This design comes from an exercise in tuning for small area, a short achievable clock period and few clock cycles per item on the open sky130 flow, not from production work.
In this exercise RTL edits were held to simulation tests only and were not proved equivalent to the original.
Power and IR drop assume default switching activity.

==> flow/design.v (outline; a module is shown in full before it is edited, if it fits) <==
// module fpu_round: 62 lines
// module fpu_lzc26: 30 lines
// module fpu_norm: 14 lines
// module fpu_add48: 312 lines
// module fpu_mul24: 995 lines
// module tangram_fpu: 229 lines
module tangram_fpu (
    input  wire        clk,
    input  wire        rst,         
    input  wire        in_valid,
    output wire        in_ready,
    input  wire [3:0]  in_fn,       
    input  wire [31:0] in_a,
    input  wire [31:0] in_b,
    input  wire [1:0]  in_frm,      
    input  wire        in_ftz,
    output reg         out_valid,
    input  wire        out_ready,
    output reg  [31:0] out_result,
    output reg  [3:0]  out_flags    
);
  // ...
==> flow/flow/run.sh <==
#!/bin/bash
# The standard layout, with the port buffers that buffer_ports inserts made
# sky130_fd_sc_hd__buf_2 instead of its default pick (a delay buffer).
set -euo pipefail
export BUFFER_PORTS_ARGS="-buffer_cell sky130_fd_sc_hd__buf_2"
bash standard.sh > standard.log 2>&1
==> flow/standard.sh <==
#!/bin/bash
# synth_recipe.tcl (not shown) runs the flow's synth.tcl, then flattens the netlist and writes it again
# the make line also repeats each setting of config.mk as NAME=value (left out here)
make -C /OpenROAD-flow-scripts/flow DESIGN_CONFIG=/design/flow/config.mk WORK_HOME=/design/flow/orfs CLKGATE_MAP_FILE= SYNTH_SCRIPT=/design/flow/synth_recipe.tcl "${@:-finish}"
==> flow/config.mk <==
export PLATFORM = sky130hd
export DESIGN_NAME = tangram_fpu
export DESIGN_NICKNAME = tangram_fpu
export VERILOG_FILES = /design/flow/design.v
export SDC_FILE = /design/flow/constraint.sdc
export NUM_CORES = 4
export LEC_CHECK = 0
export ABC_AREA = 1
export CAP_MARGIN = 20
export CORE_MARGIN = 2
export CORE_UTILIZATION = 50
export SLEW_MARGIN = 20
==> flow/constraint.sdc <==
create_clock -name core_clock -period 26.0 [get_ports {clk}]
set_input_delay 5.2000 -clock core_clock [delete_from_list [all_inputs] [get_ports {clk}]]
set_output_delay 5.2000 -clock core_clock [all_outputs]
set_load 0.01 [all_outputs]
==> results.py, run 1 <==
metrics = {
    "floorplan": {
        "rows": 105,
        "die_w_um": 293,
        "floorplan.die.height_um": 293,
    },
    "finish": {
        "clkbuf_count": 51,
        "area_growth_pct": 6.16,
        "drive_above_1_share": 0.0718,
        "multi_input_cells": 4392,
        "antenna_cells": 2,
        "mostFrequentLayoutCells": "1,258 x nand2_1, 720 x inv_1, 619 x nand3_1",
    },
    "timing": {
        "slew_headroom": 0.242,
    },
    "clocking": {
        "post_cts_buffers": 0,
        "cts_tree": "built",
    },
    "power_and_ir_drop": {
        "internal-power_w": 0.00205,
    },
    "synthesis": {
        "synth_compound_area_frac": 0.157,
        "synth_fa_ha_area_frac": 0.171,
        "yosys_warnings": 2,
    },
    "drt": {
        "vias": 41700,
        "dr_wl_met3_mm": 16.3,
    },
    "worst_setup_path": {
        "r2r_slack_ns": 19.63,
        "crit_family": "flip-flops",
        "r2r_end": "y1[22]$_SDFFCE_PN0N_",
    },
    "global_routing": {
        "grt_use_met2": 0.593,
    },
    "place": {
        "place_inst": 6773,
        "gp_congestion": 0.976,
    },
    "status": {
        "outcome": "no timing/DRC/antenna violations",
    },
}
Testbench counts, summed over its fixed seeds: cycles 16,032, items 16,000.
==> module fpu_add48, before the edit <==
module fpu_add48 (
    input  wire [47:0] x,
    input  wire [47:0] y,
    output wire [47:0] s
);
    wire [47:0] g0 = x & y;
    wire [47:0] p0 = x ^ y;
    wire g1 = g0[1] | (p0[1] & g0[0]);
    wire p1 = p0[1] & p0[0];
    wire g2 = g0[3] | (p0[3] & g0[2]);
    wire p2 = p0[3] & p0[2];
    wire g3 = g0[5] | (p0[5] & g0[4]);
    wire p3 = p0[5] & p0[4];
    wire g4 = g0[7] | (p0[7] & g0[6]);
    wire p4 = p0[7] & p0[6];
    wire g5 = g0[9] | (p0[9] & g0[8]);
    wire p5 = p0[9] & p0[8];
    wire g6 = g0[11] | (p0[11] & g0[10]);
    wire p6 = p0[11] & p0[10];
    wire g7 = g0[13] | (p0[13] & g0[12]);
    wire p7 = p0[13] & p0[12];
    wire g8 = g0[15] | (p0[15] & g0[14]);
    wire p8 = p0[15] & p0[14];
    wire g9 = g0[17] | (p0[17] & g0[16]);
    wire p9 = p0[17] & p0[16];
    wire g10 = g0[19] | (p0[19] & g0[18]);
    wire p10 = p0[19] & p0[18];
    wire g11 = g0[21] | (p0[21] & g0[20]);
    wire p11 = p0[21] & p0[20];
    wire g12 = g0[23] | (p0[23] & g0[22]);
    wire p12 = p0[23] & p0[22];
    wire g13 = g0[25] | (p0[25] & g0[24]);
    wire p13 = p0[25] & p0[24];
    wire g14 = g0[27] | (p0[27] & g0[26]);
    wire p14 = p0[27] & p0[26];
    wire g15 = g0[29] | (p0[29] & g0[28]);
    wire p15 = p0[29] & p0[28];
    wire g16 = g0[31] | (p0[31] & g0[30]);
    wire p16 = p0[31] & p0[30];
    wire g17 = g0[33] | (p0[33] & g0[32]);
    wire p17 = p0[33] & p0[32];
    wire g18 = g0[35] | (p0[35] & g0[34]);
    wire p18 = p0[35] & p0[34];
    wire g19 = g0[37] | (p0[37] & g0[36]);
    wire p19 = p0[37] & p0[36];
    wire g20 = g0[39] | (p0[39] & g0[38]);
    wire p20 = p0[39] & p0[38];
    wire g21 = g0[41] | (p0[41] & g0[40]);
    wire p21 = p0[41] & p0[40];
    wire g22 = g0[43] | (p0[43] & g0[42]);
    wire p22 = p0[43] & p0[42];
    wire g23 = g0[45] | (p0[45] & g0[44]);
    wire p23 = p0[45] & p0[44];
    wire g24 = g0[47] | (p0[47] & g0[46]);
    wire p24 = p0[47] & p0[46];
    wire g25 = g0[2] | (p0[2] & g1);
    wire p25 = p0[2] & p1;
    wire g26 = g2 | (p2 & g1);
    wire p26 = p2 & p1;
    wire g27 = g0[6] | (p0[6] & g3);
    wire p27 = p0[6] & p3;
    wire g28 = g4 | (p4 & g3);
    wire p28 = p4 & p3;
    wire g29 = g0[10] | (p0[10] & g5);
    wire p29 = p0[10] & p5;
    wire g30 = g6 | (p6 & g5);
    wire p30 = p6 & p5;
    wire g31 = g0[14] | (p0[14] & g7);
    wire p31 = p0[14] & p7;
    wire g32 = g8 | (p8 & g7);
    wire p32 = p8 & p7;
    wire g33 = g0[18] | (p0[18] & g9);
    wire p33 = p0[18] & p9;
    wire g34 = g10 | (p10 & g9);
    wire p34 = p10 & p9;
    wire g35 = g0[22] | (p0[22] & g11);
    wire p35 = p0[22] & p11;
    wire g36 = g12 | (p12 & g11);
    wire p36 = p12 & p11;
    wire g37 = g0[26] | (p0[26] & g13);
    wire p37 = p0[26] & p13;
    wire g38 = g14 | (p14 & g13);
    wire p38 = p14 & p13;
    wire g39 = g0[30] | (p0[30] & g15);
    wire p39 = p0[30] & p15;
    wire g40 = g16 | (p16 & g15);
    wire p40 = p16 & p15;
    wire g41 = g0[34] | (p0[34] & g17);
    wire p41 = p0[34] & p17;
    wire g42 = g18 | (p18 & g17);
    wire p42 = p18 & p17;
    wire g43 = g0[38] | (p0[38] & g19);
    wire p43 = p0[38] & p19;
    wire g44 = g20 | (p20 & g19);
    wire p44 = p20 & p19;
    wire g45 = g0[42] | (p0[42] & g21);
    wire p45 = p0[42] & p21;
    wire g46 = g22 | (p22 & g21);
    wire p46 = p22 & p21;
    wire g47 = g0[46] | (p0[46] & g23);
    wire p47 = p0[46] & p23;
    wire g48 = g24 | (p24 & g23);
    wire p48 = p24 & p23;
    wire g49 = g0[4] | (p0[4] & g26);
    wire p49 = p0[4] & p26;
    wire g50 = g3 | (p3 & g26);
    wire p50 = p3 & p26;
    wire g51 = g27 | (p27 & g26);
    wire p51 = p27 & p26;
    wire g52 = g28 | (p28 & g26);
    wire p52 = p28 & p26;
    wire g53 = g0[12] | (p0[12] & g30);
    wire p53 = p0[12] & p30;
    wire g54 = g7 | (p7 & g30);
    wire p54 = p7 & p30;
    wire g55 = g31 | (p31 & g30);
    wire p55 = p31 & p30;
    wire g56 = g32 | (p32 & g30);
    wire p56 = p32 & p30;
    wire g57 = g0[20] | (p0[20] & g34);
    wire p57 = p0[20] & p34;
    wire g58 = g11 | (p11 & g34);
    wire p58 = p11 & p34;
    wire g59 = g35 | (p35 & g34);
    wire p59 = p35 & p34;
    wire g60 = g36 | (p36 & g34);
    wire p60 = p36 & p34;
    wire g61 = g0[28] | (p0[28] & g38);
    wire p61 = p0[28] & p38;
    wire g62 = g15 | (p15 & g38);
    wire p62 = p15 & p38;
    wire g63 = g39 | (p39 & g38);
    wire p63 = p39 & p38;
    wire g64 = g40 | (p40 & g38);
    wire p64 = p40 & p38;
    wire g65 = g0[36] | (p0[36] & g42);
    wire p65 = p0[36] & p42;
    wire g66 = g19 | (p19 & g42);
    wire p66 = p19 & p42;
    wire g67 = g43 | (p43 & g42);
    wire p67 = p43 & p42;
    wire g68 = g44 | (p44 & g42);
    wire p68 = p44 & p42;
    wire g69 = g0[44] | (p0[44] & g46);
    wire p69 = p0[44] & p46;
    wire g70 = g23 | (p23 & g46);
    wire p70 = p23 & p46;
    wire g71 = g47 | (p47 & g46);
    wire p71 = p47 & p46;
    wire g72 = g48 | (p48 & g46);
    wire p72 = p48 & p46;
    wire g73 = g0[8] | (p0[8] & g52);
    wire p73 = p0[8] & p52;
    wire g74 = g5 | (p5 & g52);
    wire p74 = p5 & p52;
    wire g75 = g29 | (p29 & g52);
    wire p75 = p29 & p52;
    wire g76 = g30 | (p30 & g52);
    wire p76 = p30 & p52;
    wire g77 = g53 | (p53 & g52);
    wire p77 = p53 & p52;
    wire g78 = g54 | (p54 & g52);
    wire p78 = p54 & p52;
    wire g79 = g55 | (p55 & g52);
    wire p79 = p55 & p52;
    wire g80 = g56 | (p56 & g52);
    wire p80 = p56 & p52;
    wire g81 = g0[24] | (p0[24] & g60);
    wire p81 = p0[24] & p60;
    wire g82 = g13 | (p13 & g60);
    wire p82 = p13 & p60;
    wire g83 = g37 | (p37 & g60);
    wire p83 = p37 & p60;
    wire g84 = g38 | (p38 & g60);
    wire p84 = p38 & p60;
    wire g85 = g61 | (p61 & g60);
    wire p85 = p61 & p60;
    wire g86 = g62 | (p62 & g60);
    wire p86 = p62 & p60;
    wire g87 = g63 | (p63 & g60);
    wire p87 = p63 & p60;
    wire g88 = g64 | (p64 & g60);
    wire p88 = p64 & p60;
    wire g89 = g0[40] | (p0[40] & g68);
    wire p89 = p0[40] & p68;
    wire g90 = g21 | (p21 & g68);
    wire p90 = p21 & p68;
    wire g91 = g45 | (p45 & g68);
    wire p91 = p45 & p68;
    wire g92 = g46 | (p46 & g68);
    wire p92 = p46 & p68;
    wire g93 = g69 | (p69 & g68);
    wire p93 = p69 & p68;
    wire g94 = g70 | (p70 & g68);
    wire p94 = p70 & p68;
    wire g95 = g71 | (p71 & g68);
    wire p95 = p71 & p68;
    wire g96 = g72 | (p72 & g68);
    wire p96 = p72 & p68;
    wire g97 = g0[16] | (p0[16] & g80);
    wire p97 = p0[16] & p80;
    wire g98 = g9 | (p9 & g80);
    wire p98 = p9 & p80;
    wire g99 = g33 | (p33 & g80);
    wire p99 = p33 & p80;
    wire g100 = g34 | (p34 & g80);
    wire p100 = p34 & p80;
    wire g101 = g57 | (p57 & g80);
    wire p101 = p57 & p80;
    wire g102 = g58 | (p58 & g80);
    wire p102 = p58 & p80;
    wire g103 = g59 | (p59 & g80);
    wire p103 = p59 & p80;
    wire g104 = g60 | (p60 & g80);
    wire p104 = p60 & p80;
    wire g105 = g81 | (p81 & g80);
    wire p105 = p81 & p80;
    wire g106 = g82 | (p82 & g80);
    wire p106 = p82 & p80;
    wire g107 = g83 | (p83 & g80);
    wire p107 = p83 & p80;
    wire g108 = g84 | (p84 & g80);
    wire p108 = p84 & p80;
    wire g109 = g85 | (p85 & g80);
    wire p109 = p85 & p80;
    wire g110 = g86 | (p86 & g80);
    wire p110 = p86 & p80;
    wire g111 = g87 | (p87 & g80);
    wire p111 = p87 & p80;
    wire g112 = g88 | (p88 & g80);
    wire p112 = p88 & p80;
    wire g113 = g0[32] | (p0[32] & g112);
    wire p113 = p0[32] & p112;
    wire g114 = g17 | (p17 & g112);
    wire p114 = p17 & p112;
    wire g115 = g41 | (p41 & g112);
    wire p115 = p41 & p112;
    wire g116 = g42 | (p42 & g112);
    wire p116 = p42 & p112;
    wire g117 = g65 | (p65 & g112);
    wire p117 = p65 & p112;
    wire g118 = g66 | (p66 & g112);
    wire p118 = p66 & p112;
    wire g119 = g67 | (p67 & g112);
    wire p119 = p67 & p112;
    wire g120 = g68 | (p68 & g112);
    wire p120 = p68 & p112;
    wire g121 = g89 | (p89 & g112);
    wire p121 = p89 & p112;
    wire g122 = g90 | (p90 & g112);
    wire p122 = p90 & p112;
    wire g123 = g91 | (p91 & g112);
    wire p123 = p91 & p112;
    wire g124 = g92 | (p92 & g112);
    wire p124 = p92 & p112;
    wire g125 = g93 | (p93 & g112);
    wire p125 = p93 & p112;
    wire g126 = g94 | (p94 & g112);
    wire p126 = p94 & p112;
    wire g127 = g95 | (p95 & g112);
    wire p127 = p95 & p112;
    wire g128 = g96 | (p96 & g112);
    wire p128 = p96 & p112;
    assign s[0] = p0[0];
    assign s[1] = p0[1] ^ g0[0];
    assign s[2] = p0[2] ^ g1;
    assign s[3] = p0[3] ^ g25;
    assign s[4] = p0[4] ^ g26;
    assign s[5] = p0[5] ^ g49;
    assign s[6] = p0[6] ^ g50;
    assign s[7] = p0[7] ^ g51;
    assign s[8] = p0[8] ^ g52;
    assign s[9] = p0[9] ^ g73;
    assign s[10] = p0[10] ^ g74;
    assign s[11] = p0[11] ^ g75;
    assign s[12] = p0[12] ^ g76;
    assign s[13] = p0[13] ^ g77;
    assign s[14] = p0[14] ^ g78;
    assign s[15] = p0[15] ^ g79;
    assign s[16] = p0[16] ^ g80;
    assign s[17] = p0[17] ^ g97;
    assign s[18] = p0[18] ^ g98;
    assign s[19] = p0[19] ^ g99;
    assign s[20] = p0[20] ^ g100;
    assign s[21] = p0[21] ^ g101;
    assign s[22] = p0[22] ^ g102;
    assign s[23] = p0[23] ^ g103;
    assign s[24] = p0[24] ^ g104;
    assign s[25] = p0[25] ^ g105;
    assign s[26] = p0[26] ^ g106;
    assign s[27] = p0[27] ^ g107;
    assign s[28] = p0[28] ^ g108;
    assign s[29] = p0[29] ^ g109;
    assign s[30] = p0[30] ^ g110;
    assign s[31] = p0[31] ^ g111;
    assign s[32] = p0[32] ^ g112;
    assign s[33] = p0[33] ^ g113;
    assign s[34] = p0[34] ^ g114;
    assign s[35] = p0[35] ^ g115;
    assign s[36] = p0[36] ^ g116;
    assign s[37] = p0[37] ^ g117;
    assign s[38] = p0[38] ^ g118;
    assign s[39] = p0[39] ^ g119;
    assign s[40] = p0[40] ^ g120;
    assign s[41] = p0[41] ^ g121;
    assign s[42] = p0[42] ^ g122;
    assign s[43] = p0[43] ^ g123;
    assign s[44] = p0[44] ^ g124;
    assign s[45] = p0[45] ^ g125;
    assign s[46] = p0[46] ^ g126;
    assign s[47] = p0[47] ^ g127;
endmodule
==> run 2, diff against run 1 <==
--- a/flow/design.v
+++ b/flow/design.v
@@ -160,260 +160,180 @@
     wire g24 = g0[47] | (p0[47] & g0[46]);
     wire p24 = p0[47] & p0[46];
-    wire g25 = g0[2] | (p0[2] & g1);
-    wire p25 = p0[2] & p1;
-    wire g26 = g2 | (p2 & g1);
-    wire p26 = p2 & p1;
-    wire g27 = g0[6] | (p0[6] & g3);
-    wire p27 = p0[6] & p3;
-    wire g28 = g4 | (p4 & g3);
-    wire p28 = p4 & p3;
-    wire g29 = g0[10] | (p0[10] & g5);
-    wire p29 = p0[10] & p5;
-    wire g30 = g6 | (p6 & g5);
-    wire p30 = p6 & p5;
-    wire g31 = g0[14] | (p0[14] & g7);
-    wire p31 = p0[14] & p7;
-    wire g32 = g8 | (p8 & g7);
-    wire p32 = p8 & p7;
-    wire g33 = g0[18] | (p0[18] & g9);
-    wire p33 = p0[18] & p9;
-    wire g34 = g10 | (p10 & g9);
-    wire p34 = p10 & p9;
-    wire g35 = g0[22] | (p0[22] & g11);
-    wire p35 = p0[22] & p11;
-    wire g36 = g12 | (p12 & g11);
-    wire p36 = p12 & p11;
-    wire g37 = g0[26] | (p0[26] & g13);
-    wire p37 = p0[26] & p13;
-    wire g38 = g14 | (p14 & g13);
-    wire p38 = p14 & p13;
-    wire g39 = g0[30] | (p0[30] & g15);
-    wire p39 = p0[30] & p15;
-    wire g40 = g16 | (p16 & g15);
-    wire p40 = p16 & p15;
-    wire g41 = g0[34] | (p0[34] & g17);
-    wire p41 = p0[34] & p17;
-    wire g42 = g18 | (p18 & g17);
-    wire p42 = p18 & p17;
-    wire g43 = g0[38] | (p0[38] & g19);
-    wire p43 = p0[38] & p19;
-    wire g44 = g20 | (p20 & g19);
-    wire p44 = p20 & p19;
-    wire g45 = g0[42] | (p0[42] & g21);
-    wire p45 = p0[42] & p21;
-    wire g46 = g22 | (p22 & g21);
-    wire p46 = p22 & p21;
-    wire g47 = g0[46] | (p0[46] & g23);
-    wire p47 = p0[46] & p23;
-    wire g48 = g24 | (p24 & g23);
-    wire p48 = p24 & p23;
-    wire g49 = g0[4] | (p0[4] & g26);
-    wire p49 = p0[4] & p26;
-    wire g50 = g3 | (p3 & g26);
-    wire p50 = p3 & p26;
-    wire g51 = g27 | (p27 & g26);
-    wire p51 = p27 & p26;
-    wire g52 = g28 | (p28 & g26);
-    wire p52 = p28 & p26;
-    wire g53 = g0[12] | (p0[12] & g30);
-    wire p53 = p0[12] & p30;
-    wire g54 = g7 | (p7 & g30);
-    wire p54 = p7 & p30;
-    wire g55 = g31 | (p31 & g30);
-    wire p55 = p31 & p30;
-    wire g56 = g32 | (p32 & g30);
-    wire p56 = p32 & p30;
-    wire g57 = g0[20] | (p0[20] & g34);
-    wire p57 = p0[20] & p34;
-    wire g58 = g11 | (p11 & g34);
-    wire p58 = p11 & p34;
-    wire g59 = g35 | (p35 & g34);
-    wire p59 = p35 & p34;
-    wire g60 = g36 | (p36 & g34);
-    wire p60 = p36 & p34;
-    wire g61 = g0[28] | (p0[28] & g38);
-    wire p61 = p0[28] & p38;
-    wire g62 = g15 | (p15 & g38);
-    wire p62 = p15 & p38;
-    wire g63 = g39 | (p39 & g38);
-    wire p63 = p39 & p38;
-    wire g64 = g40 | (p40 & g38);
-    wire p64 = p40 & p38;
-    wire g65 = g0[36] | (p0[36] & g42);
-    wire p65 = p0[36] & p42;
-    wire g66 = g19 | (p19 & g42);
-    wire p66 = p19 & p42;
-    wire g67 = g43 | (p43 & g42);
-    wire p67 = p43 & p42;
-    wire g68 = g44 | (p44 & g42);
-    wire p68 = p44 & p42;
-    wire g69 = g0[44] | (p0[44] & g46);
-    wire p69 = p0[44] & p46;
-    wire g70 = g23 | (p23 & g46);
-    wire p70 = p23 & p46;
-    wire g71 = g47 | (p47 & g46);
-    wire p71 = p47 & p46;
-    wire g72 = g48 | (p48 & g46);
-    wire p72 = p48 & p46;
-    wire g73 = g0[8] | (p0[8] & g52);
-    wire p73 = p0[8] & p52;
-    wire g74 = g5 | (p5 & g52);
-    wire p74 = p5 & p52;
-    wire g75 = g29 | (p29 & g52);
-    wire p75 = p29 & p52;
-    wire g76 = g30 | (p30 & g52);
-    wire p76 = p30 & p52;
-    wire g77 = g53 | (p53 & g52);
-    wire p77 = p53 & p52;
-    wire g78 = g54 | (p54 & g52);
-    wire p78 = p54 & p52;
-    wire g79 = g55 | (p55 & g52);
-    wire p79 = p55 & p52;
-    wire g80 = g56 | (p56 & g52);
-    wire p80 = p56 & p52;
-    wire g81 = g0[24] | (p0[24] & g60);
-    wire p81 = p0[24] & p60;
-    wire g82 = g13 | (p13 & g60);
-    wire p82 = p13 & p60;
-    wire g83 = g37 | (p37 & g60);
-    wire p83 = p37 & p60;
-    wire g84 = g38 | (p38 & g60);
-    wire p84 = p38 & p60;
-    wire g85 = g61 | (p61 & g60);
-    wire p85 = p61 & p60;
-    wire g86 = g62 | (p62 & g60);
-    wire p86 = p62 & p60;
-    wire g87 = g63 | (p63 & g60);
-    wire p87 = p63 & p60;
-    wire g88 = g64 | (p64 & g60);
-    wire p88 = p64 & p60;
-    wire g89 = g0[40] | (p0[40] & g68);
-    wire p89 = p0[40] & p68;
-    wire g90 = g21 | (p21 & g68);
-    wire p90 = p21 & p68;
-    wire g91 = g45 | (p45 & g68);
-    wire p91 = p45 & p68;
-    wire g92 = g46 | (p46 & g68);
-    wire p92 = p46 & p68;
-    wire g93 = g69 | (p69 & g68);
-    wire p93 = p69 & p68;
-    wire g94 = g70 | (p70 & g68);
-    wire p94 = p70 & p68;
-    wire g95 = g71 | (p71 & g68);
-    wire p95 = p71 & p68;
-    wire g96 = g72 | (p72 & g68);
-    wire p96 = p72 & p68;
-    wire g97 = g0[16] | (p0[16] & g80);
-    wire p97 = p0[16] & p80;
-    wire g98 = g9 | (p9 & g80);
-    wire p98 = p9 & p80;
-    wire g99 = g33 | (p33 & g80);
-    wire p99 = p33 & p80;
-    wire g100 = g34 | (p34 & g80);
-    wire p100 = p34 & p80;
-    wire g101 = g57 | (p57 & g80);
-    wire p101 = p57 & p80;
-    wire g102 = g58 | (p58 & g80);
-    wire p102 = p58 & p80;
-    wire g103 = g59 | (p59 & g80);
-    wire p103 = p59 & p80;
-    wire g104 = g60 | (p60 & g80);
-    wire p104 = p60 & p80;
-    wire g105 = g81 | (p81 & g80);
-    wire p105 = p81 & p80;
-    wire g106 = g82 | (p82 & g80);
-    wire p106 = p82 & p80;
-    wire g107 = g83 | (p83 & g80);
-    wire p107 = p83 & p80;
-    wire g108 = g84 | (p84 & g80);
-    wire p108 = p84 & p80;
-    wire g109 = g85 | (p85 & g80);
-    wire p109 = p85 & p80;
-    wire g110 = g86 | (p86 & g80);
-    wire p110 = p86 & p80;
-    wire g111 = g87 | (p87 & g80);
-    wire p111 = p87 & p80;
-    wire g112 = g88 | (p88 & g80);
-    wire p112 = p88 & p80;
-    wire g113 = g0[32] | (p0[32] & g112);
-    wire p113 = p0[32] & p112;
-    wire g114 = g17 | (p17 & g112);
-    wire p114 = p17 & p112;
-    wire g115 = g41 | (p41 & g112);
-    wire p115 = p41 & p112;
-    wire g116 = g42 | (p42 & g112);
-    wire p116 = p42 & p112;
-    wire g117 = g65 | (p65 & g112);
-    wire p117 = p65 & p112;
-    wire g118 = g66 | (p66 & g112);
-    wire p118 = p66 & p112;
-    wire g119 = g67 | (p67 & g112);
-    wire p119 = p67 & p112;
-    wire g120 = g68 | (p68 & g112);
-    wire p120 = p68 & p112;
-    wire g121 = g89 | (p89 & g112);
-    wire p121 = p89 & p112;
-    wire g122 = g90 | (p90 & g112);
-    wire p122 = p90 & p112;
-    wire g123 = g91 | (p91 & g112);
-    wire p123 = p91 & p112;
-    wire g124 = g92 | (p92 & g112);
-    wire p124 = p92 & p112;
-    wire g125 = g93 | (p93 & g112);
-    wire p125 = p93 & p112;
-    wire g126 = g94 | (p94 & g112);
-    wire p126 = p94 & p112;
-    wire g127 = g95 | (p95 & g112);
-    wire p127 = p95 & p112;
-    wire g128 = g96 | (p96 & g112);
-    wire p128 = p96 & p112;
+    wire g25 = g2 | (p2 & g1);
+    wire p25 = p2 & p1;
+    wire g26 = g4 | (p4 & g3);
+    wire p26 = p4 & p3;
+    wire g27 = g6 | (p6 & g5);
+    wire p27 = p6 & p5;
+    wire g28 = g8 | (p8 & g7);
+    wire p28 = p8 & p7;
+    wire g29 = g10 | (p10 & g9);
+    wire p29 = p10 & p9;
+    wire g30 = g12 | (p12 & g11);
+    wire p30 = p12 & p11;
+    wire g31 = g14 | (p14 & g13);
+    wire p31 = p14 & p13;
+    wire g32 = g16 | (p16 & g15);
+    wire p32 = p16 & p15;
+    wire g33 = g18 | (p18 & g17);
+    wire p33 = p18 & p17;
+    wire g34 = g20 | (p20 & g19);
+    wire p34 = p20 & p19;
+    wire g35 = g22 | (p22 & g21);
+    wire p35 = p22 & p21;
+    wire g36 = g24 | (p24 & g23);
+    wire p36 = p24 & p23;
+    wire g37 = g26 | (p26 & g25);
+    wire p37 = p26 & p25;
+    wire g38 = g28 | (p28 & g27);
+    wire p38 = p28 & p27;
+    wire g39 = g30 | (p30 & g29);
+    wire p39 = p30 & p29;
+    wire g40 = g32 | (p32 & g31);
+    wire p40 = p32 & p31;
+    wire g41 = g34 | (p34 & g33);
+    wire p41 = p34 & p33;
+    wire g42 = g36 | (p36 & g35);
+    wire p42 = p36 & p35;
+    wire g43 = g38 | (p38 & g37);
+    wire p43 = p38 & p37;
+    wire g44 = g40 | (p40 & g39);
+    wire p44 = p40 & p39;
+    wire g45 = g42 | (p42 & g41);
+    wire p45 = p42 & p41;
+    wire g46 = g44 | (p44 & g43);
+    wire p46 = p44 & p43;
+    wire g47 = g45 | (p45 & g46);
+    wire p47 = p45 & p46;
+    wire g48 = g39 | (p39 & g43);
+    wire p48 = p39 & p43;
+    wire g49 = g41 | (p41 & g46);
+    wire p49 = p41 & p46;
+    wire g50 = g27 | (p27 & g37);
+    wire p50 = p27 & p37;
+    wire g51 = g29 | (p29 & g43);
+    wire p51 = p29 & p43;
+    wire g52 = g31 | (p31 & g48);
+    wire p52 = p31 & p48;
+    wire g53 = g33 | (p33 & g46);
+    wire p53 = p33 & p46;
+    wire g54 = g35 | (p35 & g49);
+    wire p54 = p35 & p49;
+    wire g55 = g3 | (p3 & g25);
+    wire p55 = p3 & p25;
+    wire g56 = g5 | (p5 & g37);
+    wire p56 = p5 & p37;
+    wire g57 = g7 | (p7 & g50);
+    wire p57 = p7 & p50;
+    wire g58 = g9 | (p9 & g43);
+    wire p58 = p9 & p43;
+    wire g59 = g11 | (p11 & g51);
+    wire p59 = p11 & p51;
+    wire g60 = g13 | (p13 & g48);
+    wire p60 = p13 & p48;
+    wire g61 = g15 | (p15 & g52);
+    wire p61 = p15 & p52;
+    wire g62 = g17 | (p17 & g46);
+    wire p62 = p17 & p46;
+    wire g63 = g19 | (p19 & g53);
+    wire p63 = p19 & p53;
+    wire g64 = g21 | (p21 & g49);
+    wire p64 = p21 & p49;
+    wire g65 = g23 | (p23 & g54);
+    wire p65 = p23 & p54;
+    wire g66 = g0[2] | (p0[2] & g1);
+    wire p66 = p0[2] & p1;
+    wire g67 = g0[4] | (p0[4] & g25);
+    wire p67 = p0[4] & p25;
+    wire g68 = g0[6] | (p0[6] & g55);
+    wire p68 = p0[6] & p55;
+    wire g69 = g0[8] | (p0[8] & g37);
+    wire p69 = p0[8] & p37;
+    wire g70 = g0[10] | (p0[10] & g56);
+    wire p70 = p0[10] & p56;
+    wire g71 = g0[12] | (p0[12] & g50);
+    wire p71 = p0[12] & p50;
+    wire g72 = g0[14] | (p0[14] & g57);
+    wire p72 = p0[14] & p57;
+    wire g73 = g0[16] | (p0[16] & g43);
+    wire p73 = p0[16] & p43;
+    wire g74 = g0[18] | (p0[18] & g58);
+    wire p74 = p0[18] & p58;
+    wire g75 = g0[20] | (p0[20] & g51);
+    wire p75 = p0[20] & p51;
+    wire g76 = g0[22] | (p0[22] & g59);
+    wire p76 = p0[22] & p59;
+    wire g77 = g0[24] | (p0[24] & g48);
+    wire p77 = p0[24] & p48;
+    wire g78 = g0[26] | (p0[26] & g60);
+    wire p78 = p0[26] & p60;
+    wire g79 = g0[28] | (p0[28] & g52);
+    wire p79 = p0[28] & p52;
+    wire g80 = g0[30] | (p0[30] & g61);
+    wire p80 = p0[30] & p61;
+    wire g81 = g0[32] | (p0[32] & g46);
+    wire p81 = p0[32] & p46;
+    wire g82 = g0[34] | (p0[34] & g62);
+    wire p82 = p0[34] & p62;
+    wire g83 = g0[36] | (p0[36] & g53);
+    wire p83 = p0[36] & p53;
+    wire g84 = g0[38] | (p0[38] & g63);
+    wire p84 = p0[38] & p63;
+    wire g85 = g0[40] | (p0[40] & g49);
+    wire p85 = p0[40] & p49;
+    wire g86 = g0[42] | (p0[42] & g64);
+    wire p86 = p0[42] & p64;
+    wire g87 = g0[44] | (p0[44] & g54);
+    wire p87 = p0[44] & p54;
+    wire g88 = g0[46] | (p0[46] & g65);
+    wire p88 = p0[46] & p65;
     assign s[0] = p0[0];
     assign s[1] = p0[1] ^ g0[0];
     assign s[2] = p0[2] ^ g1;
-    assign s[3] = p0[3] ^ g25;
-    assign s[4] = p0[4] ^ g26;
-    assign s[5] = p0[5] ^ g49;
-    assign s[6] = p0[6] ^ g50;
-    assign s[7] = p0[7] ^ g51;
-    assign s[8] = p0[8] ^ g52;
-    assign s[9] = p0[9] ^ g73;
-    assign s[10] = p0[10] ^ g74;
-    assign s[11] = p0[11] ^ g75;
-    assign s[12] = p0[12] ^ g76;
-    assign s[13] = p0[13] ^ g77;
-    assign s[14] = p0[14] ^ g78;
-    assign s[15] = p0[15] ^ g79;
-    assign s[16] = p0[16] ^ g80;
-    assign s[17] = p0[17] ^ g97;
-    assign s[18] = p0[18] ^ g98;
-    assign s[19] = p0[19] ^ g99;
-    assign s[20] = p0[20] ^ g100;
-    assign s[21] = p0[21] ^ g101;
-    assign s[22] = p0[22] ^ g102;
-    assign s[23] = p0[23] ^ g103;
-    assign s[24] = p0[24] ^ g104;
-    assign s[25] = p0[25] ^ g105;
-    assign s[26] = p0[26] ^ g106;
-    assign s[27] = p0[27] ^ g107;
-    assign s[28] = p0[28] ^ g108;
-    assign s[29] = p0[29] ^ g109;
-    assign s[30] = p0[30] ^ g110;
-    assign s[31] = p0[31] ^ g111;
-    assign s[32] = p0[32] ^ g112;
-    assign s[33] = p0[33] ^ g113;
-    assign s[34] = p0[34] ^ g114;
-    assign s[35] = p0[35] ^ g115;
-    assign s[36] = p0[36] ^ g116;
-    assign s[37] = p0[37] ^ g117;
-    assign s[38] = p0[38] ^ g118;
-    assign s[39] = p0[39] ^ g119;
-    assign s[40] = p0[40] ^ g120;
-    assign s[41] = p0[41] ^ g121;
-    assign s[42] = p0[42] ^ g122;
-    assign s[43] = p0[43] ^ g123;
-    assign s[44] = p0[44] ^ g124;
-    assign s[45] = p0[45] ^ g125;
-    assign s[46] = p0[46] ^ g126;
-    assign s[47] = p0[47] ^ g127;
+    assign s[3] = p0[3] ^ g66;
+    assign s[4] = p0[4] ^ g25;
+    assign s[5] = p0[5] ^ g67;
+    assign s[6] = p0[6] ^ g55;
+    assign s[7] = p0[7] ^ g68;
+    assign s[8] = p0[8] ^ g37;
+    assign s[9] = p0[9] ^ g69;
+    assign s[10] = p0[10] ^ g56;
+    assign s[11] = p0[11] ^ g70;
+    assign s[12] = p0[12] ^ g50;
+    assign s[13] = p0[13] ^ g71;
+    assign s[14] = p0[14] ^ g57;
+    assign s[15] = p0[15] ^ g72;
+    assign s[16] = p0[16] ^ g43;
+    assign s[17] = p0[17] ^ g73;
+    assign s[18] = p0[18] ^ g58;
+    assign s[19] = p0[19] ^ g74;
+    assign s[20] = p0[20] ^ g51;
+    assign s[21] = p0[21] ^ g75;
+    assign s[22] = p0[22] ^ g59;
+    assign s[23] = p0[23] ^ g76;
+    assign s[24] = p0[24] ^ g48;
+    assign s[25] = p0[25] ^ g77;
+    assign s[26] = p0[26] ^ g60;
+    assign s[27] = p0[27] ^ g78;
+    assign s[28] = p0[28] ^ g52;
+    assign s[29] = p0[29] ^ g79;
+    assign s[30] = p0[30] ^ g61;
+    assign s[31] = p0[31] ^ g80;
+    assign s[32] = p0[32] ^ g46;
+    assign s[33] = p0[33] ^ g81;
+    assign s[34] = p0[34] ^ g62;
+    assign s[35] = p0[35] ^ g82;
+    assign s[36] = p0[36] ^ g53;
+    assign s[37] = p0[37] ^ g83;
+    assign s[38] = p0[38] ^ g63;
+    assign s[39] = p0[39] ^ g84;
+    assign s[40] = p0[40] ^ g49;
+    assign s[41] = p0[41] ^ g85;
+    assign s[42] = p0[42] ^ g64;
+    assign s[43] = p0[43] ^ g86;
+    assign s[44] = p0[44] ^ g54;
+    assign s[45] = p0[45] ^ g87;
+    assign s[46] = p0[46] ^ g65;
+    assign s[47] = p0[47] ^ g88;
 endmodule
 module fpu_mul24 (
--- a/flow/config.mk
+++ b/flow/config.mk
@@ -9,4 +9,4 @@
 export CAP_MARGIN = 20
 export CORE_MARGIN = 2
-export CORE_UTILIZATION = 50
+export CORE_UTILIZATION = 65
 export SLEW_MARGIN = 20
==> run 2 against run 1 <==
Compared with the run above: still clean; count of clock-buffer cells in the layout is 6 lower; cell count is 8.0% lower; global-route usage up 8.1 points; final area shrank 3.5%; fmax decreased by 2.4%; flip-flop and latch count unchanged; critical path depth up 25; hold slack better by 0.00089 ns; synthesized cell count fell by 5.1%; register-to-register slack got worse by 0.19 ns; sequential share of layout area is 0.79 points higher; combinational power decreased by 16%; critical endpoint is now y1[4]$_SDFFCE_PN0N_; largest power group unchanged.
==> results.py, run 2 <==
metrics = {
    "timing": {
        "clock.fmax_mhz": 153,
        "slew_viol_final": 0,
        "skew_ns": 0.0412,
        "final-setup-viol-count": 0,
        "post-route-min-period_ns": 6.56,
        "hold_violations": 0,
        "finalSetupTns_ns": 0,
        "slew_headroom": 0.285,
        "tightestPinTransition_ns": 1.07,
        "rsz0062_at_grt": "false",
        "finalCritPeriodShare": 0.252,
    },
    "synthesis": {
        "ys_async_sr_fraction": 0,
        "synth-seq-cells": 333,
        "avgSynthCellArea_um2": 7.31,
        "yosysMostFrequentCell": "nand2_1",
        "synth_enable_flop_cells": 291,
        "syn-num-nets": 6053,
        "synth_ff_type": "edfxtp_1",
        "postSynthCellCount": 5546,
        "yosysTopAreaCell": "edfxtp_1",
        "ys_seq_area_frac": 0.236,
        "yosys_warnings": 2,
        "synth.cell_area_um2": 40600,
        "synth_area_leaders": "edfxtp_1 22%, fa_1 14%, nand2_1 11%",
        "synth_top_area_share": 0.215,
        "yosys-top-cells-count": "1,174 x nand2_1, 717 x inv_1, 454 x nand3_1",
        "synth.distinct_cells": 67,
    },
    "global_routing": {
        "grt_pass1_wl_mm": 223,
        "overflow": 0,
        "grt_max_degree": 125,
        "grt_pass1_vias": 38400,
        "grt_use_total": 0.457,
        "antenna_found_initial": 2,
    },
    "finish": {
        "antenna_cells": 0,
        "layout_commonest_cell": "nand2_1",
        "multi_input_area_um2": 26600,
        "area_growth_pct": 5.35,
        "finalNonFillerCells": 6308,
        "seqCellArea_um2": 9580,
        "largestRegisters": "s2: 48 flops, x1: 48 flops, y1: 48 flops",
        "n_fill_cell": 5305,
        "drive_above_1_share": 0.0665,
        "design_area_um2": 42700,
        "fin_nets": 5949,
        "mostFrequentLayoutCells": "1,174 x nand2_1, 717 x inv_1, 454 x nand3_1",
    },
    "place": {
        "placedInstanceArea_um2": 41400,
        "port_buffers": 112,
        "place_hpwl_mm": 108,
        "gp_congestion": 1.04,
        "place_inst": 6238,
    },
    "worst_setup_path": {
        "cp.arrival_ns": 6.93,
        "cp_max_fo": 99,
        "start_kind": "flop",
        "endpoint": "y1[4]$_SDFFCE_PN0N_",
        "timing.rr.start": "b0[13]$_DFFE_PN_",
        "r2r_end": "y1[4]$_SDFFCE_PN0N_",
        "r2r_slack_ns": 19.44,
        "cp_data_required_time_ns": 26.37,
        "r2r_cells": 26,
        "critPathKind": "reg2reg",
        "crit_start": "b0[13]$_DFFE_PN_",
        "end_kind": "flop",
    },
    "clocking": {
        "cts_buffer_depth": 3,
        "cts-resized-gates": 0,
        "cts_made_buffers": 39,
        "worst_skew_pair.late_latency_ns": 0.63,
        "cts.sinks": 333,
        "path_clk_slew_ns": 0.07,
        "hold_buffers": 0,
        "ctsRootBufferMaster": "clkbuf_16",
        "cts_tree": "built",
        "htree_levels": 2,
        "post_cts_buffers": 0,
    },
    "floorplan": {
        "die-area_um2": 64400,
        "floorplan.die.height_um": 254,
        "die_w_um": 254,
        "boundaryPins": 113,
        "rows": 91,
        "core-area_um2": 61700,
        "start_util": 0.657,
    },
    "status": {
        "outcome": "no timing/DRC/antenna violations",
    },
    "flow_run": {
        "max_cap_violations": 0,
    },
    "drt": {
        "detail-route-antenna-nets": 0,
        "viasPerCell": 6.46,
        "drc_errors": 0,
        "post_drt_wl_per_cell_um": 23.5,
        "drtIter0Drc": 5692,
        "routed_wl_mm": 148,
        "vias": 40700,
        "drt_pass1_iterations": 7,
    },
    "power_and_ir_drop": {
        "leakage_nw": 20.0,
        "vdd_drop_max_v": 0.0000884,
        "powerDensity_nw_per_um2": 87.5,
    },
    "min_path": {
        "hp-class": "reg2reg",
    },
}
==> run 2: area by class of cell <==
type / count / area share
Clock buffer: 45 / 0.0246
Inverter: 763 / 0.0673
Sequential cell: 333 / 0.224
Tap cell: 837 / 0.0245
Clock inverter: 25 / 0.00750
Timing Repair Buffer: 204 / 0.0293
Multi-Input combinational cell: 4101 / 0.623
==> run 2: cells by family (layout without fill, tap and decap cells) <==
| kind of cell | Yosys count | count (layout) | synth area share |
|---|---|---|---|
| xor gates and xnor gates | 357 | 357 | 0.0771 |
| adders and majority gates | 432 | 432 | 0.184 |
| DFF | 333 | 333 | 0.236 |
| AOI/OAI and AO/OA | 1186 | 1186 | 0.169 |
| and+or+nand+nor | 2115 | 2115 | 0.222 |
| muxes | 11 | 11 | 0.00271 |
| buffers and inverters | 1112 | 1037 | 0.109 |
==> run 2: worst min path at each step <==
stage                startpoint               end  cells past startpoint  slack [ns]
2_1_floorplan     al1$_DFFE_PN_     al2$_DFFE_PN_                      0        0.40
3_3_place_gp      al1$_DFFE_PN_     al2$_DFFE_PN_                      0        0.40
3_5_place_dp   rm1[1]$_DFFE_PN_  rm2[1]$_DFFE_PN_                      0        0.41
4_1_cts        rm1[1]$_DFFE_PN_  rm2[1]$_DFFE_PN_                      0        0.42
5_1_grt           al1$_DFFE_PN_     al2$_DFFE_PN_                      0        0.44
6_report       rm1[1]$_DFFE_PN_  rm2[1]$_DFFE_PN_                      0        0.42
==> run 2: metal layers <==
metal,vias up,part of all wire,global-route usage
li1,18200,-,-
met1,18700,0.35,0.562
met2,3024,0.43,0.697
met3,801,0.14,0.138
met4,4,0.083,0.301
met5,-,0.00018,0
==> run 2: critical path, stage by stage, from the launching register on <==
cell,delay [ns]
edfxtp_1,1.01
inv_1,0.16
ha_1,0.33
nand2_1,0.07
nor2_1,0.23
inv_1,0.07
nor2_1,0.15
nand2_1,0.07
nand2_1,0.14
nand2_1,0.26
nand2_4,0.28
buf_4,0.73
nand2_1,0.10
o21ai_1,0.13
nand2_1,0.11
nor2_4,0.30
nand3_2,0.60
inv_2,0.48
nand2_1,0.15
nand3_1,0.16
nand3_1,0.12
nand3_1,0.16
nand3_1,0.11
nand2_1,0.09
nand3_1,0.10
nand2_1,0.12
inv_1,0.04
==> run 2: where the power goes <==
part	internal (W)	switching, W	total, W
Sequential	0.000692	0.0000663	0.000759
Clock	0.000337	0.000258	0.000595
Combinational	0.000825	0.00156	0.00239
Total	0.00185	0.00189	0.00374
==> run 2: metrics by stage <==
stage	hold WS (ns)	worst slack (ns)	total power, W	utilization
6_report	0.422	19.44	0.00374	0.692
5_1_grt	0.439	19.16	0.00396	0.692
4_1_cts	0.425	19.65	0.00364	0.692
3_5_place_dp	0.414	19.81	0.00305	0.670
3_3_place_gp	0.404	19.87	0.00301	0.670
2_1_floorplan	0.400	18.54	0.00223	-
Testbench counts of run 2, summed over its fixed seeds: cycles 16,032, items 16,000.
==> run 3, diff against run 2 <==
--- a/flow/config.mk
+++ b/flow/config.mk
@@ -10,3 +10,3 @@
 export CORE_MARGIN = 2
 export CORE_UTILIZATION = 65
-export SLEW_MARGIN = 20
+export SLEW_MARGIN = 60
==> run 3 against run 2 <==
Compared with the run above: fmax increased by 3.7%; sequential share of layout area fell by 0.16 points; global-route usage shrank 0.054 points; largest power group unchanged; flip-flop and latch count did not move; clock skew grew 0.0030 ns; hold slack improved by 0.0039 ns; core utilization is 0.53 points higher; critical path depth decreased by 25; final area up 0.76%; synthesized cell count is the same; non-clock buffer count rose by 11; via count about the same.
==> results.py, run 3 <==
metrics = {
    "clocking": {
        "cts.sinks": 333,
        "worst_skew_pair.late_latency_ns": 0.61,
        "hold_buffers": 0,
        "htree_levels": 2,
        "cts_buffer_depth": 3,
        "cts-resized-gates": 0,
        "ctsRootBufferMaster": "clkbuf_16",
        "path_clk_slew_ns": 0.06,
        "cts_made_buffers": 40,
        "cts_tree": "built",
        "post_cts_buffers": 0,
    },
    "drt": {
        "routed_wl_mm": 148,
        "detail-route-antenna-nets": 0,
        "viasPerCell": 6.44,
        "vias": 40700,
        "drt_pass1_iterations": 7,
        "drtIter0Drc": 5553,
        "drc_errors": 0,
        "post_drt_wl_per_cell_um": 23.3,
    },
    "place": {
        "place_hpwl_mm": 108,
        "gp_congestion": 1.04,
        "port_buffers": 112,
    },
    "global_routing": {
        "met1_usage": 0.555,
        "grt_max_degree": 125,
        "overflow": 0,
        "grt_use_met2": 0.689,
        "grt_pass1_wl_mm": 223,
        "antenna_found_initial": 6,
        "grt_pass1_vias": 38400,
        "use_met3": 0.150,
        "grt_use_total": 0.457,
        "grt_most_used_layer": "met2",
    },
    "floorplan": {
        "start_util": 0.657,
        "die-area_um2": 64400,
        "rows": 91,
        "die_w_um": 254,
        "core-area_um2": 61700,
        "boundaryPins": 113,
        "floorplan.die.height_um": 254,
    },
    "synthesis": {
        "synth_enable_flop_cells": 291,
        "synth_top_area_share": 0.215,
        "synth.distinct_cells": 67,
        "synth_area_leaders": "edfxtp_1 22%, fa_1 14%, nand2_1 11%",
        "avgSynthCellArea_um2": 7.31,
        "yosysMostFrequentCell": "nand2_1",
        "yosysTopAreaCell": "edfxtp_1",
        "synth.cell_area_um2": 40600,
        "ys_seq_area_frac": 0.236,
        "ys_async_sr_fraction": 0,
        "syn-num-nets": 6053,
        "yosys-top-cells-count": "1,174 x nand2_1, 717 x inv_1, 454 x nand3_1",
        "synth-seq-cells": 333,
        "synth_ff_type": "edfxtp_1",
        "postSynthCellCount": 5546,
        "yosys_warnings": 2,
    },
    "finish": {
        "n_fill_cell": 5257,
        "largestRegisters": "s2: 48 flops, x1: 48 flops, y1: 48 flops",
        "mostFrequentLayoutCells": "1,170 x nand2_1, 703 x inv_1, 454 x nand3_1",
        "fin_nets": 5961,
        "area_growth_pct": 6.15,
        "drive_above_1_share": 0.0737,
        "layout_commonest_cell": "nand2_1",
    },
    "worst_setup_path": {
        "critPathKind": "reg2out",
        "crit_path_top_delay_cell": "edfxtp_1",
        "cp.arrival_ns": 1.12,
        "crit_chain": "buf_2",
        "end_kind": "output port",
        "crit_family": "flip-flops",
        "cp_max_fo": 1,
        "r2r_end": "s2[24]$_DFFE_PN_",
        "path_buf_inv": 1,
        "timing.rr.start": "x1[0]$_SDFFCE_PN0N_",
        "r2r_cells": 28,
        "r2r_slack_ns": 20.08,
        "cpPeakStageDelay_ns": 0.38,
        "cp_data_required_time_ns": 20.80,
        "start_kind": "flop",
    },
    "timing": {
        "post-route-min-period_ns": 6.32,
        "slew_viol_final": 0,
        "final-setup-viol-count": 0,
        "rsz0062_at_grt": "false",
        "hold_violations": 0,
        "finalCritPeriodShare": 0.243,
        "slew_headroom": 0.562,
        "skew_ns": 0.0442,
        "finalSetupTns_ns": 0,
        "clock.fmax_mhz": 158,
        "tightestPinTransition_ns": 0.657,
    },
    "min_path": {
        "hp-start": "rm1[1]$_DFFE_PN_",
        "whs_path_depth": 0,
        "hold_end": "rm2[1]$_DFFE_PN_",
        "hp-class": "reg2reg",
    },
    "power_and_ir_drop": {
        "vdd_drop_max_v": 0.0000923,
        "power.total_w": 0.00374,
        "powerDensity_nw_per_um2": 86.9,
        "leakage_nw": 20.1,
    },
    "flow_run": {
        "max_cap_violations": 0,
    },
    "status": {
        "outcome": "no timing/DRC/antenna violations",
    },
}
run 3: worst max-delay path by stage:
stage,cells past startpoint,start,end
after floorplan,2,k_valid$_DFF_P_,a0[0]$_DFFE_PN_
after global placement,4,out_ready,out_result[0]$_DFFE_PP_
after detailed placement,4,out_ready,out_result[0]$_DFFE_PP_
after CTS,1,out_result[16]$_DFFE_PP_,out_result[16]
after global routing,1,out_result[27]$_DFFE_PP_,out_result[27]
final,1,out_result[27]$_DFFE_PP_,out_result[27]
run 3: power by group:
group          switching (W)  internal, W
clock               0.000258     0.000333
combinational        0.00156     0.000829
sequential         0.0000654     0.000692
total                0.00189      0.00185
run 3: cells by family after synthesis:
| logic type | Yosys count | share of synthesized area |
|---|---|---|
| and+or+nand+nor | 2115 | 0.222 |
| AOI/OAI and AO/OA | 1186 | 0.169 |
| buffers and inverters | 1112 | 0.109 |
| adders and majority gates | 432 | 0.184 |
| xor gates and xnor gates | 357 | 0.0771 |
| DFF | 333 | 0.236 |
| muxes | 11 | 0.00271 |
run 3: area by class of cell:
class,count,area [um2],area share
Clock buffer,43,1020,0.0237
Antenna cell,4,10.0,0.000232
Multi-Input combinational cell,4101,26700,0.620
Inverter,763,2910,0.0677
Clock inverter,30,347,0.00805
Timing Repair Buffer,215,1440,0.0334
Tap cell,837,1050,0.0243
Sequential cell,333,9580,0.223
run 3: stage by stage:
stage / util / std cells / setup WS, ns / hold WS (ns) / area (um2)
after detailed placement: 0.673 / 6246 / 19.86 / 0.414 / 41600
after global placement: 0.670 / 6238 / 19.87 / 0.404 / 41300
after floorplan: - / 5546 / 18.54 / 0.400 / 40600
after CTS: 0.696 / 6319 / 19.66 / 0.424 / 42900
final: 0.698 / 6326 / 19.68 / 0.426 / 43100
after global routing: 0.698 / 6324 / 19.63 / 0.437 / 43100
run 3: per-layer routing:
layer | up-vias | wire length (um)
met5 | - | 25
met1 | 18600 | 51600
met4 | 4 | 12600
met2 | 2936 | 62600
met3 | 846 | 20800
li1 | 18300 | -
==> module tangram_fpu, before the edit <==
module tangram_fpu (
    input  wire        clk,
    input  wire        rst,         
    input  wire        in_valid,
    output wire        in_ready,
    input  wire [3:0]  in_fn,       
    input  wire [31:0] in_a,
    input  wire [31:0] in_b,
    input  wire [1:0]  in_frm,      
    input  wire        in_ftz,
    output reg         out_valid,
    input  wire        out_ready,
    output reg  [31:0] out_result,
    output reg  [3:0]  out_flags    
);
    localparam [3:0] FN_FADD = 4'h0, FN_FSUB = 4'h1, FN_FMUL = 4'h2,
                     FN_FMIN = 4'h6, FN_FMAX = 4'h7, FN_FABS = 4'h8,
                     FN_FNEG = 4'h9, FN_FEQ  = 4'hA, FN_FLT  = 4'hB,
                     FN_FLE  = 4'hC;
    localparam [31:0] QNAN = 32'h7FC0_0000;
    reg  k_valid;                  
    reg  rdy;                      
    wire en = !k_valid;            
    assign in_ready = rdy;
    reg        v0;
    reg [3:0]  fn0;
    reg [31:0] a0, b0;
    reg [1:0]  rm0;
    reg        ftz0;
    reg        a_hid, b_hid;           
    always @(posedge clk) begin
        if (en) begin
            fn0 <= in_fn; a0 <= in_a; b0 <= in_b; rm0 <= in_frm; ftz0 <= in_ftz;
            a_hid <= |in_a[30:23]; b_hid <= |in_b[30:23];
        end
        if (rst)     v0 <= 1'b0;
        else if (en) v0 <= in_valid;
    end
    wire [7:0]  ea = a0[30:23], eb = b0[30:23];
    wire [22:0] fa = a0[22:0],  fb = b0[22:0];
    wire a_ez = !a_hid, a_emax = ea == 8'hFF, a_fz = fa == 23'd0;
    wire b_ez = !b_hid, b_emax = eb == 8'hFF, b_fz = fb == 23'd0;
    wire na = a_emax && !a_fz, nb = b_emax && !b_fz;
    wire sna = na && !fa[22], snb = nb && !fb[22];
    wire ia = a_emax && a_fz, ib = b_emax && b_fz;
    wire za = a_ez && (a_fz || ftz0), zb = b_ez && (b_fz || ftz0);
    wire sa = a0[31], sb = b0[31];
    wire [23:0] ma = {a_hid, fa};
    wire [23:0] mb = {b_hid, fb};
    wire [7:0]  bea = a_ez ? 8'd1 : ea;           
    wire [7:0]  beb = b_ez ? 8'd1 : eb;
    wire any_nan = na || nb, any_snan = sna || snb;
    wire raw_lt = a0[30:0] < b0[30:0];
    wire raw_eq = a0[30:0] == b0[30:0];
    wire mag_lt = za ? !zb : (!zb && raw_lt);
    wire mag_eq = za ? zb  : (!zb && raw_eq);
    wire a_before_b = (sa != sb) ? sa : (sa ? (!mag_lt && !mag_eq) : mag_lt);
    wire b_before_a = (sa != sb) ? sb : (sa ? mag_lt : (!mag_lt && !mag_eq));
    wire both_zero  = za && zb;
    wire cmp_eq     = both_zero || (sa == sb && mag_eq);
    wire cmp_lt     = !both_zero && a_before_b;
    wire [31:0] flush_a = za ? {sa, 31'd0} : a0;
    wire [31:0] flush_b = zb ? {sb, 31'd0} : b0;
    wire is_add = fn0 == FN_FADD || fn0 == FN_FSUB;
    wire is_mul = fn0 == FN_FMUL;
    wire sbe    = sb ^ (fn0 == FN_FSUB);
    wire swap   = raw_lt;
    wire sx     = swap ? sbe : sa;
    wire sy     = swap ? sa : sbe;
    wire [23:0] mx = swap ? mb : ma;
    wire [23:0] my = swap ? ma : mb;
    wire [7:0]  bex = swap ? beb : bea;
    wire [8:0]  d_ab = {1'b0, bea} - {1'b0, beb};
    wire [8:0]  d_ba = {1'b0, beb} - {1'b0, bea};
    wire [8:0]  d    = swap ? d_ba : d_ab;
    wire [4:0]  dc   = (d > 9'd26) ? 5'd26 : d[4:0];
    wire        eff_sub = sx ^ sy;
    wire [49:0] y_sh  = {my, 26'd0} >> dc;
    wire [47:0] y_al  = {1'b0, y_sh[49:4], y_sh[3] | (|y_sh[2:0])};
    wire [47:0] mul_s, mul_c;
    fpu_mul24 u_mul (.a(ma), .b(mb), .s(mul_s), .c(mul_c));
    wire signed [9:0] eb47_mul = $signed({2'd0, bea}) + $signed({2'd0, beb}) - 10'sd126;
    wire signed [9:0] eb47_add = $signed({2'd0, bex}) + 10'sd1;
    reg        byp;
    reg [31:0] bval;
    reg        bnv;
    always @* begin
        byp  = 1'b1;
        bval = 32'd0;
        bnv  = 1'b0;
        case (fn0)
            FN_FADD, FN_FSUB: begin
                if (any_nan) begin
                    bval = QNAN; bnv = any_snan;
                end else if (ia && ib) begin
                    bval = (sa != sbe) ? QNAN : {sa, 31'h7F80_0000};
                    bnv  = sa != sbe;
                end else if (ia || ib) begin
                    bval = {ia ? sa : sbe, 31'h7F80_0000};
                end else if (za && zb) begin
                    bval = {(sa == sbe) ? sa : (rm0 == 2'd2), 31'd0};
                end else if (za) begin
                    bval = {sbe, b0[30:0]};
                end else if (zb) begin
                    bval = a0;
                end else begin
                    byp = 1'b0;
                end
            end
            FN_FMUL: begin
                if (any_nan) begin
                    bval = QNAN; bnv = any_snan;
                end else if (ia || ib) begin
                    bval = (za || zb) ? QNAN : {sa ^ sb, 31'h7F80_0000};
                    bnv  = za || zb;
                end else if (za || zb) begin
                    bval = {sa ^ sb, 31'd0};
                end else begin
                    byp = 1'b0;
                end
            end
            FN_FMIN, FN_FMAX: begin
                if (na && nb)   bval = QNAN;
                else if (na)    bval = flush_b;
                else if (nb)    bval = flush_a;
                else if (fn0 == FN_FMAX) bval = a_before_b ? flush_b : flush_a;
                else                     bval = b_before_a ? flush_b : flush_a;
                bnv = any_snan;
            end
            FN_FABS: bval = {1'b0, a0[30:0]};
            FN_FNEG: bval = {~a0[31], a0[30:0]};
            FN_FEQ: begin
                bval = {31'd0, !any_nan && cmp_eq};
                bnv  = any_snan;
            end
            FN_FLT: begin
                bval = {31'd0, !any_nan && cmp_lt};
                bnv  = any_nan;
            end
            FN_FLE: begin
                bval = {31'd0, !any_nan && (cmp_lt || cmp_eq)};
                bnv  = any_nan;
            end
            default: ;
        endcase
    end
    reg        v1;
    reg [47:0] x1, y1;
    reg        al1, byp1, bnv1, sign1, ftz1;
    reg [1:0]  rm1;
    reg signed [9:0] eb47_1;
    always @(posedge clk) begin
        if (en) begin
            if (byp) begin
                x1 <= {bval[22:0], 25'd0}; y1 <= 48'd0;
                eb47_1 <= {2'd0, bval[30:23]}; sign1 <= bval[31];
            end else if (is_mul) begin
                x1 <= mul_s; y1 <= mul_c;
                eb47_1 <= eb47_mul; sign1 <= sa ^ sb;
            end else begin
                x1 <= {1'b0, mx, 22'd0, eff_sub}; y1 <= eff_sub ? ~y_al : y_al;
                eb47_1 <= eb47_add; sign1 <= sx;
            end
            al1 <= is_add && !byp;
            byp1 <= byp; bnv1 <= bnv; rm1 <= rm0; ftz1 <= ftz0;
        end
        if (rst)     v1 <= 1'b0;
        else if (en) v1 <= v0;
    end
    wire [47:0] sum;
    fpu_add48 u_add (.x(x1), .y(y1), .s(sum));
    wire signed [9:0] lmax_full = eb47_1 - 10'sd1;
    wire        lim_zero = byp1 || eb47_1 < 10'sd2;
    wire        nostop   = !byp1 && eb47_1 > 10'sd48;
    wire [5:0]  stop_pos = lim_zero ? 6'd47 : (6'd47 - lmax_full[5:0]);
    wire [47:0] stop     = nostop ? 48'd0 : (48'd1 << stop_pos);
    wire [4:0]  nsh;
    fpu_lzc26 u_lzc (.x(sum[47:22] | stop[47:22]), .n(nsh));
    wire        under  = !byp1 && eb47_1 < 10'sd1;
    wire signed [9:0] r_full = 10'sd1 - eb47_1;
    wire [4:0]  r      = (r_full > 10'sd31) ? 5'd31 : r_full[4:0];
    wire [25:0] sum_r  = sum[47:22] >> r;
    wire        st_r   = (|sum[21:0]) | (|(sum[47:22] & ~(26'h3FF_FFFF << r)));
    wire [47:0] sum_d  = under ? {sum_r, 21'd0, st_r} : sum;
    wire signed [9:0] eb47_d = under ? 10'sd1 : eb47_1;
    reg        v2;
    reg [47:0] s2;
    reg [4:0]  n2;
    reg        al2, byp2, bnv2, sign2, ftz2;
    reg [1:0]  rm2;
    reg signed [9:0] eb47_2;
    always @(posedge clk) begin
        if (en) begin
            s2 <= sum_d; n2 <= nsh;
            eb47_2 <= eb47_d; al2 <= al1;
            byp2 <= byp1; bnv2 <= bnv1; sign2 <= sign1; rm2 <= rm1; ftz2 <= ftz1;
        end
        if (rst)     v2 <= 1'b0;
        else if (en) v2 <= v1;
    end
    wire [25:0] nv;
    wire        nst;
    wire [8:0]  neb;
    fpu_norm u_norm (.s(s2), .n(n2), .eb47(eb47_2), .v(nv), .st(nst), .eb(neb));
    wire        zero2 = al2 && s2 == 48'd0;
    wire [31:0] c_res;
    wire [3:0]  c_flg;
    fpu_round u_round (.sign(sign2), .eb(neb), .v(nv), .st(nst), .rm(rm2), .ftz(ftz2),
                       .bypass(byp2), .bnv(bnv2), .zero(zero2),
                       .result(c_res), .flags(c_flg));
    reg [31:0] k_res;
    reg [3:0]  k_flg;
    wire push   = en && v2;
    wire take   = !out_valid || out_ready;      
    wire k_next = !rst && !take && (k_valid || push);
    always @(posedge clk) begin
        if (!k_valid) begin
            k_res <= c_res; k_flg <= c_flg;
        end
        if (take) begin
            out_result <= k_valid ? k_res : c_res;
            out_flags  <= k_valid ? k_flg : c_flg;
        end
        if (rst)       out_valid <= 1'b0;
        else if (take) out_valid <= k_valid || push;
        k_valid <= k_next;
        rdy     <= !k_next;
    end
endmodule
==> run 4, diff against run 3 <==
--- a/flow/design.v
+++ b/flow/design.v
@@ -1400,15 +1400,17 @@
     wire swap   = raw_lt;
     wire sx     = swap ? sbe : sa;
-    wire sy     = swap ? sa : sbe;
     wire [23:0] mx = swap ? mb : ma;
     wire [23:0] my = swap ? ma : mb;
     wire [7:0]  bex = swap ? beb : bea;
-    wire [8:0]  d_ab = {1'b0, bea} - {1'b0, beb};
-    wire [8:0]  d_ba = {1'b0, beb} - {1'b0, bea};
-    wire [8:0]  d    = swap ? d_ba : d_ab;
-    wire [4:0]  dc   = (d > 9'd26) ? 5'd26 : d[4:0];
-    wire        eff_sub = sx ^ sy;
-    wire [49:0] y_sh  = {my, 26'd0} >> dc;
-    wire [47:0] y_al  = {1'b0, y_sh[49:4], y_sh[3] | (|y_sh[2:0])};
+    wire        eff_sub = sa ^ sbe;
+    wire [8:0]  d_ab  = {1'b0, bea} - {1'b0, beb};
+    wire [8:0]  d_ba  = {1'b0, beb} - {1'b0, bea};
+    wire        e_swp = d_ab[8];                      
+    wire [8:0]  d     = e_swp ? d_ba : d_ab;
+    wire [4:0]  dc    = (d > 9'd26) ? 5'd26 : d[4:0];
+    wire [23:0] ys    = e_swp ? ma : mb;
+    wire [49:0] y_sh  = {ys, 26'd0} >> dc;
+    wire [47:0] y_al  = (d == 9'd0) ? {1'b0, my, 23'd0}
+                                     : {1'b0, y_sh[49:4], y_sh[3] | (|y_sh[2:0])};
     wire [47:0] mul_s, mul_c;
     fpu_mul24 u_mul (.a(ma), .b(mb), .s(mul_s), .c(mul_c));
--- a/flow/config.mk
+++ b/flow/config.mk
@@ -10,3 +10,3 @@
 export CORE_MARGIN = 2
 export CORE_UTILIZATION = 65
-export SLEW_MARGIN = 60
+export SLEW_MARGIN = 20
==> run 4 against run 3 <==
Compared with the run above: synthesized cell count increased by 4.3%; first-iteration DRC count increased by 24%; routed wire length increased by 6.2%; global-route usage increased by 0.76 points; sequential share of layout area decreased by 0.38 points; flip-flop and latch count unchanged; clock skew increased by 0.0033 ns; die area increased by 2.4%; count of clock-buffer cells in the layout increased by 2.
==> results.py, run 4 <==
metrics = {
    "timing": {
        "hold_violations": 0,
        "slew_viol_final": 0,
        "finalCritPeriodShare": 0.244,
        "finalSetupTns_ns": 0,
        "tightestPinTransition_ns": 1.18,
        "final-setup-viol-count": 0,
        "slew_headroom": 0.211,
        "clock.fmax_mhz": 158,
        "post-route-min-period_ns": 6.34,
        "rsz0062_at_grt": "false",
        "skew_ns": 0.0475,
    },
    "worst_setup_path": {
        "cp_data_required_time_ns": 20.80,
        "cpPeakStageDelay_ns": 0.38,
        "cp.arrival_ns": 1.14,
        "crit_family": "flip-flops",
        "crit_chain": "buf_2",
        "critPathKind": "reg2out",
        "cp_max_fo": 1,
        "crit_path_top_delay_cell": "edfxtp_1",
        "end_kind": "output port",
        "path_buf_inv": 1,
        "start_kind": "flop",
    },
    "synthesis": {
        "ys_async_sr_fraction": 0,
        "synth.distinct_cells": 71,
        "synth_ff_type": "edfxtp_1",
        "synth_enable_flop_cells": 291,
        "avgSynthCellArea_um2": 7.18,
        "synth.cell_area_um2": 41500,
        "synth-seq-cells": 333,
        "synth_area_leaders": "edfxtp_1 21%, fa_1 13%, nand2_1 12%",
        "postSynthCellCount": 5787,
        "yosys_warnings": 2,
        "yosys-top-cells-count": "1,362 x nand2_1, 744 x inv_1, 460 x nand3_1",
        "yosysMostFrequentCell": "nand2_1",
        "syn-num-nets": 6291,
        "yosysTopAreaCell": "edfxtp_1",
        "ys_seq_area_frac": 0.231,
        "synth_top_area_share": 0.210,
    },
    "floorplan": {
        "core-area_um2": 63100,
        "die_w_um": 257,
        "rows": 92,
        "die-area_um2": 65900,
        "floorplan.die.height_um": 257,
        "start_util": 0.658,
        "boundaryPins": 113,
    },
    "global_routing": {
        "grt_pass1_wl_mm": 237,
        "grt_pass1_vias": 40200,
        "grt_max_degree": 117,
        "grt_use_total": 0.464,
        "antenna_found_initial": 3,
        "overflow": 0,
    },
    "drt": {
        "post_drt_wl_per_cell_um": 23.9,
        "drt_pass1_iterations": 9,
        "vias": 42900,
        "drc_errors": 0,
        "detail-route-antenna-nets": 0,
        "viasPerCell": 6.52,
        "routed_wl_mm": 157,
        "drtIter0Drc": 6869,
    },
    "finish": {
        "area_growth_pct": 5.41,
        "fin_nets": 6198,
        "largestRegisters": "s2: 48 flops, x1: 48 flops, y1: 48 flops",
        "layout_commonest_cell": "nand2_1",
        "mostFrequentLayoutCells": "1,361 x nand2_1, 743 x inv_1, 460 x nand3_1",
        "drive_above_1_share": 0.0678,
    },
    "power_and_ir_drop": {
        "power.total_w": 0.00412,
        "vdd_drop_max_v": 0.000105,
        "leakage_nw": 21.0,
        "powerDensity_nw_per_um2": 94.1,
    },
    "clocking": {
        "ctsRootBufferMaster": "clkbuf_16",
        "post_cts_buffers": 0,
        "cts_made_buffers": 41,
        "cts_tree": "built",
        "hold_buffers": 0,
        "path_clk_slew_ns": 0.06,
        "htree_levels": 2,
        "cts_buffer_depth": 3,
        "cts.sinks": 333,
        "cts-resized-gates": 0,
        "worst_skew_pair.late_latency_ns": 0.63,
    },
    "place": {
        "gp_congestion": 1.05,
        "place_hpwl_mm": 112,
        "port_buffers": 112,
    },
    "status": {
        "outcome": "no timing/DRC/antenna violations",
    },
    "flow_run": {
        "max_cap_violations": 0,
    },
    "min_path": {
        "hp-class": "reg2reg",
    },
}
[run 4: cell types whose count changed in the layout (fill, tap and decap cells not counted), moves of 16 or more]
cell,change
nand2_1,+191
o21ai_1,-41
inv_1,+40
nor2_1,+30
a21oi_1,-20
clkinv_1,+18
o21ai_0,+17
o211ai_1,+16
[run 4: layer usage]
layer | GRT usage | wire [um]
met2 | 0.703 | 66200
met4 | 0.303 | 13600
met3 | 0.157 | 23000
met1 | 0.564 | 53900
met5 | 0.0154 | 143
[run 4: where the power goes]
| group | leakage [nW] | internal [W] | switching [W] |
|---|---|---|---|
| sequential | 3.68 | 0.000731 | 0.0000784 |
| combinational | 16.7 | 0.000917 | 0.00180 |
| clock | 0.653 | 0.000334 | 0.000262 |
| total | 21.0 | 0.00198 | 0.00214 |
[run 4: metrics by stage]
stage          utilization  setup slack [ns]  area (um2)  hold slack [ns]  std cells
3_3_place_gp         0.672             19.87       42400            0.403       6495
4_1_cts              0.693             19.63       43700            0.421       6570
5_1_grt              0.694             19.41       43800            0.430       6573
6_report             0.694             19.66       43800            0.420       6575
3_5_place_dp         0.672             19.85       42400            0.407       6495
2_1_floorplan            -             18.58       41500            0.400       5787
[run 4: final cells by class]
type / count / area [um2]
Fill cell: 5436 / 19300
Inverter: 798 / 3010
Timing Repair Buffer: 211 / 1340
Tap cell: 846 / 1060
Clock buffer: 45 / 1040
Antenna cell: 3 / 7.51
Clock inverter: 30 / 315
Multi-Input combinational cell: 4309 / 27400
Sequential cell: 333 / 9580
[run 4: kinds of logic (layout without fill, tap and decap cells)]
logic type / Yosys count / in the layout / synth area share
AO/OA/AOI/OAI: 1143 / 1143 / 0.161
AND/OR/NAND/NOR: 2372 / 2372 / 0.243
flip-flops: 333 / 333 / 0.231
other: 0 / 3 / 0
multiplexers: 5 / 5 / 0.00121
XOR/XNOR: 360 / 360 / 0.0759
buffers and inverters: 1145 / 1084 / 0.110
adder cells (fa/ha/maj): 429 / 429 / 0.179
[run 4: path summary, 6_finish.rpt]
| path | startpoint | endpoint | slack [ns] | cells past startpoint |
|---|---|---|---|---|
| max | out_flags[2]$_DFFE_PP_ | out_flags[2] | 19.66 | 1 |
| max reg2reg | b_hid$_DFFE_PN_ | y1[41]$_SDFFCE_PN0N_ | 19.67 | 24 |
| min reg2reg | rm1[1]$_DFFE_PN_ | rm2[1]$_DFFE_PN_ | 0.42 | 0 |
| min | rm1[1]$_DFFE_PN_ | rm2[1]$_DFFE_PN_ | 0.42 | 0 |
[run 4: worst register-to-register path: stages (launching register included)]
cell      delay (ns)
edfxtp_1        0.35
buf_4           0.32
clkinv_1        0.16
nor2_1          0.19
inv_1           0.10
ha_1            0.22
fa_1            0.39
inv_1           0.18
nand3_4         0.09
nand2_2         0.12
nand2_2         0.09
nand2_4         0.47
nand2_1         0.14
nand2_2         0.14
nand2_1         0.09
nand2_2         0.11
nand2_2         0.07
nand2_4         0.10
nand2_4         0.07
nor2_2          0.58
inv_2           0.53
nor2_2          1.02
nand4_1         0.31
nand3_1         0.17
nand3_1         0.08
Testbench counts of run 4, summed over its fixed seeds: cycles 16,032, items 16,000.
